Source: an optimization exercise on an open RTL-to-GDS flow (aim: small area). Production flows keep margins and buffers that such runs may drop. The RTL was checked by simulation tests, not by an equivalence proof against the original design. Power figures rest on the tool's default switching activity, not on a simulated workload.

## old
==> flow/design.v <==
module pwm_chan (
    input  wire        clk,
    input  wire        rst_q,      
    input  wire        cfg_we,
    input  wire        per_we,
    input  wire        cmp_we,
    input  wire [15:0] wd0,        
    input  wire [15:0] wdp,        
    input  wire        en,         
    input  wire        en_start,   
    input  wire        hold,       
    output reg  [8:0]  cfg_buf,    
    output reg  [15:0] per_buf,
    output reg  [15:0] cmp_buf,
    output reg  [15:0] cmp_act,
    output wire        pol_act,
    output wire        ref_o,      
    output wire        upd_o       
);
    localparam [15:0] PER_RST = 16'd19999;
    reg        align_act;
    reg        umode_act;
    reg        pol_r;
    reg [3:0]  psc_eff;
    reg [15:0] per_eff;
    reg [11:0] psc_cnt;
    reg [15:0] cnt;
    reg        down;
    assign pol_act = pol_r;
    wire        per_small = (per_buf[15:1] == 15'd0);
    wire        per_full  = (&per_buf) && !cfg_buf[0];
    wire [15:0] per_ld    = {per_buf[15:2], per_buf[1] | per_small, per_buf[0] & !per_small & !per_full};
    wire        psc_big   = cfg_buf[8] & cfg_buf[7] & (cfg_buf[6] | cfg_buf[5]);    
    wire [3:0]  psc_ld    = psc_big ? 4'd12 : cfg_buf[8:5];
    reg [11:0] psc_hi;    
    reg [11:0] psc_inc;
    reg        pc;
    integer i;
    always @(*) begin
        pc = 1'b1;
        for (i = 0; i < 12; i = i + 1) begin
            psc_hi[i]  = (psc_eff <= i);
            psc_inc[i] = psc_cnt[i] ^ pc;
            pc = pc & psc_cnt[i];
        end
    end
    wire tick = en && (&(psc_cnt | psc_hi));
    wire        cdn = align_act && down;
    reg  [15:0] cnt_step;
    reg         cs;
    integer b;
    always @(*) begin
        cs = 1'b1;
        for (b = 0; b < 16; b = b + 1) begin
            cnt_step[b] = cnt[b] ^ cs;
            cs = cs & (cnt[b] ^ cdn);
        end
    end
    wire [16:0] dx     = {1'b0, per_eff} + {1'b1, ~cnt} + {16'd0, cdn};
    wire        dx_neg = dx[16];
    wire top_e  = dx_neg;                                    
    wire top_c  = (dx_neg || (dx[15:0] == 16'd0)) && !cs;    
    wire mid_e  = (dx[15:0] == {1'b0, per_eff[15:1]});      
    wire low_c  = (cnt[15:1] == 15'd0);
    wire wrap   = align_act ? (down && low_c) : top_e;
    wire mid    = align_act ? (!down && top_c) : (!top_e && mid_e);
    wire [15:0] cnt_nx  = wrap ? 16'd0 : cnt_step;
    wire        down_nx = align_act && (down ? !low_c : top_c);
    wire [15:0] rop = align_act ? dx[15:0] : cnt;
    wire rcmp = (cmp_act > rop);
    assign ref_o = en && ((align_act && dx_neg) || rcmp);
    wire upd = en_start || (tick && (wrap || (umode_act && mid)));
    assign upd_o = upd;
    always @(posedge clk) begin
        if ((upd && !hold) || rst_q) begin
            align_act <= cfg_buf[0];
            umode_act <= cfg_buf[1];
            pol_r     <= cfg_buf[2];
            psc_eff   <= psc_ld;
            per_eff   <= per_ld;
            cmp_act   <= cmp_buf;
        end
        if (cfg_we) cfg_buf <= {wd0[8:5], 2'b00, wd0[2:0]};
        if (per_we) per_buf <= wdp;
        if (cmp_we) cmp_buf <= wd0;
        if (en_start || !en) begin
            psc_cnt <= 12'd0;
            cnt     <= 16'd0;
            down    <= 1'b0;
        end else if (tick) begin
            psc_cnt <= 12'd0;
            cnt     <= cnt_nx;
            down    <= down_nx;
        end else begin
            psc_cnt <= psc_inc;
        end
    end
endmodule
module pwm_top (
    input  wire        clk,
    input  wire        rst,
    input  wire        wr_en,
    input  wire [8:0]  addr,
    input  wire [31:0] wdata,
    output reg  [31:0] rdata,
    input  wire [5:0]  trip,
    output reg  [11:0] pwm
);
    localparam [9:0]  DEAD_RST = 10'd200;
    localparam [15:0] PER_RST  = 16'd19999;
    function [9:0] inc10;                 
        input [9:0] a;
        integer i;
        reg c;
        begin
            c = 1'b1;
            for (i = 0; i < 10; i = i + 1) begin
                inc10[i] = a[i] ^ c;
                c = c & a[i];
            end
        end
    endfunction
    reg  [11:0] out_en;
    reg         upd_hold;
    reg  [5:0]  trip_q;
    reg         rst_q;
    wire glob_we = wr_en && (addr[8:2] == 7'h10);           
    wire [16:0] wd0 = wdata[16:0] & {17{!rst}};
    wire [15:0] wdp = rst ? PER_RST : wdata[15:0];
    wire [9:0]  wdd = rst ? DEAD_RST : wdata[9:0];
    wire [11:0] en_start = glob_we ? (wdata[11:0] & ~out_en) : 12'd0;
    wire [8:0]  cfg_buf [0:11];
    wire [15:0] per_buf [0:11];
    wire [15:0] cmp_buf [0:11];
    wire [15:0] cmp_act [0:11];
    wire [11:0] pol_act;
    wire [11:0] ref_w;
    wire [11:0] upd_w;
    genvar n;
    generate
        for (n = 0; n < 12; n = n + 1) begin : ch
            wire sel = wr_en && addr[8] && (addr[7:4] == n[3:0]);
            wire [1:0] a = addr[3:2];
            pwm_chan u_chan (
                .clk      (clk),
                .rst_q    (rst_q),
                .cfg_we   ((sel && a == 2'd0) || rst),
                .per_we   ((sel && a == 2'd1) || rst),
                .cmp_we   ((sel && a == 2'd2) || rst),
                .wd0      (wd0[15:0]),
                .wdp      (wdp),
                .en       (out_en[n]),
                .en_start (en_start[n]),
                .hold     (upd_hold),
                .cfg_buf  (cfg_buf[n]),
                .per_buf  (per_buf[n]),
                .cmp_buf  (cmp_buf[n]),
                .cmp_act  (cmp_act[n]),
                .pol_act  (pol_act[n]),
                .ref_o    (ref_w[n]),
                .upd_o    (upd_w[n])
            );
        end
    endgenerate
    reg  [9:0] dead_buf [0:5];
    reg  [9:0] dead_act [0:5];
    reg  [5:0] pair_buf;
    reg  [5:0] pair_act;
    reg  [9:0] run      [0:5];    
    reg  [5:0] run_lvl;           
    reg  [11:0] act;
    reg [5:0] dead_ok, dead_zero;
    integer k;
    always @(*) begin
        for (k = 0; k < 6; k = k + 1) begin
            dead_ok[k]   = (run[k] >= dead_act[k]);
            dead_zero[k] = (dead_act[k] == 10'd0);
        end
        for (k = 0; k < 6; k = k + 1) begin
            if (pair_act[k]) begin
                act[2*k]   =  ref_w[2*k] && (run_lvl[k]  ? dead_ok[k] : dead_zero[k]);
                act[2*k+1] = !ref_w[2*k] && (!run_lvl[k] ? dead_ok[k] : dead_zero[k]);
            end else begin
                act[2*k]   = ref_w[2*k];
                act[2*k+1] = ref_w[2*k+1];
            end
        end
    end
    reg [11:0] pwm_nx;
    integer m;
    always @(*) begin
        for (m = 0; m < 12; m = m + 1) begin
            if (trip[m/2] || !out_en[m])
                pwm_nx[m] = pol_act[m];
            else
                pwm_nx[m] = act[m] ^ pol_act[m];
        end
    end
    integer j;
    always @(posedge clk) begin
        if (glob_we || rst) begin
            out_en   <= wd0[11:0];
            upd_hold <= wd0[16];
        end
        for (j = 0; j < 6; j = j + 1)
            if ((wr_en && addr[8:5] == 4'h4 && addr[4:2] == j[2:0]) || rst) begin    
                dead_buf[j] <= wdd;
                pair_buf[j] <= wd0[16];
            end
        rst_q  <= rst;
        trip_q <= trip;
        pwm    <= pwm_nx & {12{!(rst || rst_q)}};
        for (j = 0; j < 6; j = j + 1) begin
            if ((upd_w[2*j] && !upd_hold) || rst_q) begin
                dead_act[j] <= dead_buf[j];
                pair_act[j] <= pair_buf[j];
            end
            run_lvl[j] <= ref_w[2*j];
            if ((ref_w[2*j] != run_lvl[j]) || rst_q) run[j] <= 10'd1;
            else if (run[j] != 10'h3FF)               run[j] <= inc10(run[j]);
        end
    end
    reg [8:0]  cfg_s;
    reg [15:0] per_s, cmp_s, act_s;
    reg [1:0]  lvl_s;
    reg [9:0]  dead_s;
    reg        pair_s;
    reg [31:0] rd_nx;
    integer r;
    always @(*) begin
        cfg_s  = 9'd0;
        per_s  = 16'd0;
        cmp_s  = 16'd0;
        act_s  = 16'd0;
        lvl_s  = 2'd0;
        dead_s = 10'd0;
        pair_s = 1'b0;
        for (r = 0; r < 12; r = r + 1)
            if (addr[7:4] == r[3:0]) begin
                cfg_s = cfg_s | cfg_buf[r];
                per_s = per_s | per_buf[r];
                cmp_s = cmp_s | cmp_buf[r];
                act_s = act_s | cmp_act[r];
                lvl_s = lvl_s | {trip_q[r/2], pwm[r]};
            end
        for (r = 0; r < 6; r = r + 1)
            if (addr[4:2] == r[2:0]) begin
                dead_s = dead_s | dead_buf[r];
                pair_s = pair_s | pair_buf[r];
            end
        rd_nx = 32'd0;
        if (addr[8]) begin
            case (addr[3:2])
                2'd0: rd_nx = {23'd0, cfg_s};
                2'd1: rd_nx = {16'd0, per_s};
                2'd2: rd_nx = {16'd0, cmp_s};
                2'd3: rd_nx = {act_s & {16{!rst_q}}, 14'd0, lvl_s[1] & !rst_q, lvl_s[0]};
            endcase
        end else if (addr[7:2] == 6'h10)
            rd_nx = {15'd0, upd_hold, 4'd0, out_en};
        else if (addr[7:5] == 3'h4)
            rd_nx = {15'd0, pair_s, 6'd0, dead_s};
    end
    always @(posedge clk) begin
        if (rst) rdata <= 32'd0;
        else     rdata <= rd_nx;
    end
endmodule
Settings: LEC_CHECK=0, CAP_MARGIN=20, CORE_MARGIN=2, CORE_UTILIZATION=60, CTS_CLUSTER_DIAMETER=150, CTS_CLUSTER_SIZE=20, PLACE_DENSITY=0.75, SETUP_SLACK_MARGIN=0.3, SLEW_MARGIN=20; clock period 6.0 ns.
standard.sh (not shown) runs the stock make flow with config.mk's settings and CLKGATE_MAP_FILE= SYNTH_SCRIPT=/design/flow/synth_recipe.tcl, a recipe that flattens the netlist after the stock synthesis.
==> flow/flow/run.sh <==
#!/bin/bash
# Standard ORFS layout, with one change to synthesis: a delay-constrained, area-recovering
# ABC script (flow/abc.script) and Brent-Kung arithmetic instead of the Kogge-Stone adder map
# and full/half-adder cell extraction. Every later step is the standard flow.
set -euo pipefail
here=$(pwd)
rm -rf "$here/scripts_own"
cp -r "$FLOW_HOME/scripts" "$here/scripts_own"
cp "$here/flow/abc.script" "$here/scripts_own/abc_speed.script"
export SCRIPTS_DIR="$here/scripts_own"
bash standard.sh ADDER_MAP_FILE= SYNTH_OPERATIONS_ARGS=-noshare finish > "$here/make_finish.log" 2>&1
==> flow/flow/abc.script <==
strash
&get -n
&fraig -x
&put
scorr
dc2
strash
&get -n
&dch -f
&nf -D 4000
&put
Relative to old, the following input files were edited for new:
-- flow/design.v --
<<< old, line 25
    reg [15:0] per_eff;
    reg [11:0] psc_cnt;
    reg [15:0] cnt;
    reg        down;
    assign pol_act = pol_r;
>>> new, line 25
    reg [15:0] per_eff;
    reg [11:0] psc_cnt;
    reg [15:0] ncnt;    
    wire [15:0] cnt = ~ncnt;
    reg        down;
    assign pol_act = pol_r;
<<< old, line 57
        end
    end
    wire [16:0] dx     = {1'b0, per_eff} + {1'b1, ~cnt} + {16'd0, cdn};
    wire        dx_neg = dx[16];
    wire top_e  = dx_neg;                                    
>>> new, line 58
        end
    end
    wire [16:0] dx     = {1'b0, per_eff} + {1'b1, ncnt} + {16'd0, cdn};
    wire        dx_neg = dx[16];
    wire top_e  = dx_neg;                                    
<<< old, line 65
    wire wrap   = align_act ? (down && low_c) : top_e;
    wire mid    = align_act ? (!down && top_c) : (!top_e && mid_e);
    wire [15:0] cnt_nx  = wrap ? 16'd0 : cnt_step;
    wire        down_nx = align_act && (down ? !low_c : top_c);
    wire [15:0] rop = align_act ? dx[15:0] : cnt;
>>> new, line 66
    wire wrap   = align_act ? (down && low_c) : top_e;
    wire mid    = align_act ? (!down && top_c) : (!top_e && mid_e);
    wire [15:0] ncnt_nx = wrap ? 16'hFFFF : ~cnt_step;
    wire        down_nx = align_act && (down ? !low_c : top_c);
    wire [15:0] rop = align_act ? dx[15:0] : cnt;
<<< old, line 86
        if (en_start || !en) begin
            psc_cnt <= 12'd0;
            cnt     <= 16'd0;
            down    <= 1'b0;
        end else if (tick) begin
            psc_cnt <= 12'd0;
            cnt     <= cnt_nx;
            down    <= down_nx;
        end else begin
>>> new, line 87
        if (en_start || !en) begin
            psc_cnt <= 12'd0;
            ncnt    <= 16'hFFFF;
            down    <= 1'b0;
        end else if (tick) begin
            psc_cnt <= 12'd0;
            ncnt    <= ncnt_nx;
            down    <= down_nx;
        end else begin
Findings:
Global routing met1 resource utilization: lower on new
| final critical-path share of the clock period | new vs old | 1.6 points higher |
The total power of new was inferior to that of old.
Summary of the comparison: clock skew is lower in new, relative to old.
Diff old -> new | utilization | increase of 0.73 points
Diff old..new | max-capacitance violation count | unchanged

## what the ideal ports hide
How much do the figures lean on ideal ports? The routed layouts below were timed once more, with nothing changed but the port constraints. Step 1 (the two cells are an assumption about what drives the block):
set clk [get_ports {clk}]
set_driving_cell -lib_cell sky130_fd_sc_hd__clkbuf_16 $clk
set_driving_cell -lib_cell sky130_fd_sc_hd__buf_2 [delete_from_list [all_inputs] $clk]
Step 2 adds t to the input delays and takes it off the output delays; t is the mean of the earliest and latest rising clock arrival at the registers after step 1. Input paths then give back, and output paths get back, about the clock's delay inside the block. Slacks: ideal ports / drivers / drivers and shift; pairs: ideal ports / drivers.
run | shift t [ns] | setup slack, ns | worst slew at a driven data input, ns
old | 0.829 | 0.237 / 0.237 / 0.163 | 0.09
new | 0.849 | 0.143 / 0.143 / 0.143 | 0.10
After both steps every run listed still meets setup and hold. For old, which loses most, drivers alone change the setup slack by 0.000 ns; drivers and shift together by -0.074 ns.
